What follows belongs to an exercise in optimizing a design on an open flow for small area, a short achievable clock period and few clock cycles; a production flow would make more cautious choices. Only simulation tests tie the RTL to the original design; equivalence was not proved.

==> flow/design.v <==
module pred_expand (
    input  wire        clk,
    input  wire        rst,
    input  wire        cmd_valid,
    output wire        cmd_ready,
    input  wire [14:0] cmd_size,
    input  wire        in_valid,
    output wire        in_ready,
    input  wire [7:0]  in_data,
    input  wire        in_last,
    output wire        out_valid,
    input  wire        out_ready,
    output wire [7:0]  out_data,
    output wire        done_valid,
    output wire        done_err
);
    reg st_idle, st_hdr, st_res, st_zero, st_end, st_done;
    reg [14:0] remain;       
    reg [5:0]  opos;         
    reg        emit_d;
    reg [2:0]  pred;
    reg [2:0]  k;
    reg        c;
    reg        seen_last;
    reg        err;
    reg [31:0] bbuf;         
    reg [4:0]  rp;           
    reg [1:0]  wp;           
    reg [5:0]  bcnt;         
    reg        t_valid;
    reg [8:0]  t_u;
    reg        o_valid;
    reg [7:0]  o_data;
    reg [7:0]  hist [1:7];
    wire o_free  = !o_valid || out_ready;
    wire x_take  = t_valid && o_free;
    wire t_free  = !t_valid || o_free;
    wire active  = st_hdr || st_res || st_zero;
    assign in_ready = !seen_last && ((active && bcnt <= 6'd24) || st_end);
    wire in_fire = in_valid && in_ready;
    wire [31:0] r1 = rp[0] ? {bbuf[0],    bbuf[31:1]}  : bbuf;
    wire [31:0] r2 = rp[1] ? {r1[1:0],    r1[31:2]}    : r1;
    wire [31:0] r3 = rp[2] ? {r2[3:0],    r2[31:4]}    : r2;
    wire [31:0] r4 = rp[3] ? {r3[7:0],    r3[31:8]}    : r3;
    wire [23:0] w  = rp[4] ? {r4[7:0],    r4[31:16]}   : r4[23:0];
    wire [15:0] nz  = ~w[15:0];
    wire        a8  = |nz[7:0];
    wire [7:0]  h8  = a8 ? nz[7:0] : nz[15:8];
    wire        a4  = |h8[3:0];
    wire [3:0]  h4  = a4 ? h8[3:0] : h8[7:4];
    wire        a2  = |h4[1:0];
    wire [1:0]  h2  = a2 ? h4[1:0] : h4[3:2];
    wire [3:0]  z   = {!a8, !a4, !a2, !h2[0]};
    wire        esc = ~|nz;
    reg  [15:0] zoh;
    reg  [15:0] ones;        
    reg  [6:0]  fw;          
    integer i, j;
    always @(*) begin
        ones[0] = w[0];
        for (j = 1; j < 16; j = j + 1)
            ones[j] = ones[j-1] & w[j];
        zoh[0] = nz[0];
        for (j = 1; j < 16; j = j + 1)
            zoh[j] = nz[j] & ones[j-1];
        for (i = 0; i < 7; i = i + 1) begin
            fw[i] = 1'b0;
            for (j = 0; j < 16; j = j + 1)
                fw[i] = fw[i] | (zoh[j] & w[j + 1 + i]);
        end
    end
    reg  [8:0]  u_n;
    always @(*) begin
        for (i = 0; i < 9; i = i + 1)
            u_n[i] = (i < k) ? fw[i] : (i - k < 4) ? z[i - k] : 1'b0;
    end
    wire [7:0]  u_e    = w[23:16];
    wire [8:0]  u9     = esc ? {1'b0, u_e} : u_n;
    reg  [23:0] bthermo;     
    always @(*) begin
        for (j = 0; j < 24; j = j + 1)
            bthermo[j] = (bcnt > j[5:0]);
    end
    wire [15:0] zmask  = bthermo >> k;          
    wire        have_n = |(nz & zmask);
    wire        have_e = bthermo[23];
    wire        have_r = have_n || (esc && have_e);
    wire        grow   = esc ? ({3'd0, u_e} >= (11'd2 << k)) : (z >= 4'd2);
    wire        shrink = (k != 3'd0) &&
                         (esc ? ({3'd0, u_e} < (11'd1 << (k - 3'd1))) : (z == 4'd0 && !w[k]));
    wire [2:0]  k_next = grow  ? ((k == 3'd7) ? 3'd7 : k + 3'd1) :
                         (shrink && c) ? k - 3'd1 : k;
    wire        c_next = shrink && !c && !grow;
    wire        hdr_zero = (w[2:0] == 3'd7);
    wire        have_h   = hdr_zero ? bthermo[2] : bthermo[5];
    wire act_hdr = st_hdr  && t_free;
    wire act_res = st_res  && t_free;
    wire act_zer = st_zero && t_free;
    wire take_h  = act_hdr && have_h;
    wire take_r  = act_res && have_r;
    wire starved = ((act_hdr && !have_h) || (act_res && !have_r)) && seen_last;
    wire emit    = take_r || act_zer;
    wire last_job    = emit_d ? (remain == 15'd2) : (remain == 15'd1);
    wire last_stripe = emit_d ? (opos == 6'd62)   : (opos == 6'd63);
    wire [4:0] rpk    = rp + 5'd1 + {2'd0, k};
    wire [4:0] rz3    = z[3] ? rpk + 5'd8 : rpk;
    wire [4:0] rz2    = z[2] ? rz3 + 5'd4 : rz3;
    wire [4:0] rz1    = z[1] ? rz2 + 5'd2 : rz2;
    wire [4:0] rz0    = z[0] ? rz1 + 5'd1 : rz1;
    wire [4:0] rp_res = esc ? {rp[4:3] + 2'd3, rp[2:0]} : rz0;
    wire [4:0] rp_hdr = rp + (hdr_zero ? 5'd3 : 5'd6);
    wire [5:0] bc_in  = bcnt + {in_fire, 3'd0};
    wire [5:0] bck    = bc_in - 6'd1 - {3'd0, k};
    wire [5:0] bz3    = z[3] ? bck - 6'd8 : bck;
    wire [5:0] bz2    = z[2] ? bz3 - 6'd4 : bz3;
    wire [5:0] bz1    = z[1] ? bz2 - 6'd2 : bz2;
    wire [5:0] bz0    = z[0] ? bz1 - 6'd1 : bz1;
    wire [5:0] bc_res = esc ? bc_in - 6'd24 : bz0;
    wire [5:0] bc_hdr = bc_in - (hdr_zero ? 6'd3 : 6'd6);
    wire [5:0] bc_dec = take_r ? bc_res : take_h ? bc_hdr : bc_in;
    reg [7:0] p;
    always @(*) begin
        case (pred)
            3'd0:    p = o_data;
            3'd1:    p = hist[1];
            3'd2:    p = hist[3];
            3'd3:    p = hist[7];
            3'd4:    p = {o_data[6:0], 1'b0} - hist[1];
            default: p = 8'd0;
        endcase
    end
    wire [7:0] r = t_u[8:1] ^ {8{t_u[0]}};
    reg  [7:0] x;
    always @(*) begin
        case (pred)
            3'd5:    x = t_u[7:0] ^ hist[7];
            3'd7:    x = 8'd0;
            default: x = p + r;
        endcase
    end
    assign out_valid  = o_valid;
    assign out_data   = o_data;
    assign cmd_ready  = st_idle;
    assign done_valid = st_done;
    assign done_err   = err;
    wire start = st_idle && cmd_valid;
    integer n;
    always @(posedge clk) begin
        if (in_fire) begin
            case (wp)
                2'd0: bbuf[7:0]   <= in_data;
                2'd1: bbuf[15:8]  <= in_data;
                2'd2: bbuf[23:16] <= in_data;
                default: bbuf[31:24] <= in_data;
            endcase
        end
        if (t_free) t_u <= u9;
        if (x_take) begin
            o_data  <= x;
            hist[1] <= o_data;
            for (n = 2; n < 8; n = n + 1) hist[n] <= hist[n-1];
        end
        if (rst) begin
            st_idle   <= 1'b1;
            st_hdr    <= 1'b0;
            st_res    <= 1'b0;
            st_zero   <= 1'b0;
            st_end    <= 1'b0;
            st_done   <= 1'b0;
            remain    <= 15'd0;
            opos      <= 6'd0;
            emit_d    <= 1'b0;
            pred      <= 3'd0;
            k         <= 3'd0;
            c         <= 1'b0;
            seen_last <= 1'b0;
            err       <= 1'b0;
            rp        <= 5'd0;
            wp        <= 2'd0;
            bcnt      <= 6'd0;
            t_valid   <= 1'b0;
            o_valid   <= 1'b0;
        end else begin
            if (take_r)      rp <= rp_res;
            else if (take_h) rp <= rp_hdr;
            wp   <= wp + {1'b0, in_fire};
            bcnt <= bc_dec;
            if (in_fire && in_last) seen_last <= 1'b1;
            if (emit)        t_valid <= 1'b1;
            else if (x_take) t_valid <= 1'b0;
            if (x_take)         o_valid <= 1'b1;
            else if (out_ready) o_valid <= 1'b0;
            if (take_h) begin
                pred <= w[2:0];
                k    <= w[5:3];
                c    <= 1'b0;
            end
            if (take_r) begin
                k <= k_next;
                c <= c_next;
            end
            emit_d <= emit;
            if (emit_d) begin
                remain <= remain - 15'd1;
                opos   <= opos + 6'd1;
            end
            if (start) begin
                st_idle   <= 1'b0;
                st_hdr    <= 1'b1;
                remain    <= cmd_size;
                opos      <= 6'd0;
                emit_d    <= 1'b0;
                rp        <= 5'd0;
                wp        <= 2'd0;
                bcnt      <= 6'd0;
                seen_last <= 1'b0;
                err       <= 1'b0;
            end
            if (take_h) begin
                st_hdr  <= 1'b0;
                st_zero <= hdr_zero;
                st_res  <= !hdr_zero;
            end
            if (emit && (last_job || last_stripe)) begin
                st_res  <= 1'b0;
                st_zero <= 1'b0;
                st_end  <= last_job;
                st_hdr  <= !last_job;
            end
            if (starved) begin
                err     <= 1'b1;
                st_hdr  <= 1'b0;
                st_res  <= 1'b0;
                st_end  <= 1'b1;
            end
            if (st_end && seen_last && !t_valid && o_free) begin
                st_end  <= 1'b0;
                st_done <= 1'b1;
            end
            if (st_done) begin
                st_done <= 1'b0;
                st_idle <= 1'b1;
            end
        end
        if (rst || start) begin
            o_data <= 8'd0;
            for (n = 1; n < 8; n = n + 1) hist[n] <= 8'd0;
        end
    end
endmodule
==> flow/config.mk <==
export PLATFORM = sky130hd
export DESIGN_NAME = pred_expand
export DESIGN_NICKNAME = pred_expand
export VERILOG_FILES = /design/flow/design.v
export SDC_FILE = /design/flow/constraint.sdc
export NUM_CORES = 4
export LEC_CHECK = 0
export ABC_AREA = 1
export CAP_MARGIN = 20
export CORE_MARGIN = 2
export CORE_UTILIZATION = 65
export PLACE_DENSITY = 0.75
export SETUP_SLACK_MARGIN = 2
export SLEW_MARGIN = 20
==> flow/constraint.sdc <==
create_clock -name core_clock -period 6.5 [get_ports {clk}]
set_input_delay 1.3000 -clock core_clock [delete_from_list [all_inputs] [get_ports {clk}]]
set_output_delay 1.3000 -clock core_clock [all_outputs]
set_load 0.01 [all_outputs]
run.sh (not shown) runs the stock make flow with config.mk's settings and CLKGATE_MAP_FILE= SYNTH_SCRIPT=/design/flow/synth_recipe.tcl, a recipe that flattens the netlist after the stock synthesis.
Testbench counts at the start, summed over its fixed seeds: cycles 416,914.
==> next run, changes <==
--- a/flow/config.mk
+++ b/flow/config.mk
@@ -11,2 +11,2 @@
-export CORE_UTILIZATION = 65
-export PLACE_DENSITY = 0.75
+export CORE_UTILIZATION = 40
+export PLACE_DENSITY = 0.6
Result: Synthesized cell count stays the same. Routed wire length grows by 5.1%. Global-route usage falls by 13 points. Register-to-register slack got worse by 40 ps. Cell area goes up by 1.6%. Setup slack is worse by 38 ps. Die area came out higher by 61%. Synthesized area stays the same.

-- afterwards: timing with drivers on the ports --
The flow's constraints put no driver on any port. The routed layouts listed below were extracted and timed again, unchanged, in two steps.
Step 1, drivers: a clkbuf_16 drives clk and a buf_2 each remaining input, both assumed.
Step 2 times the ports against the registers' clock, not the clock port: input delays grow and output delays shrink by t, the midpoint of the rising clock arrivals with the driver on.
Slacks: ideal ports / drivers / drivers and shift; pairs: ideal ports / drivers.
run	t (ns)	slack for setup (ns)	worst data-port slew with drivers (ns)
the first run	0.483	2.351 / 2.351 / 1.997	0.04
the second run	0.497	2.313 / 2.313 / 2.030	0.04
After both steps setup and hold are still met in every run listed. For the first run, which loses most, drivers alone change the setup slack by 0.000 ns; drivers and shift together by -0.354 ns.
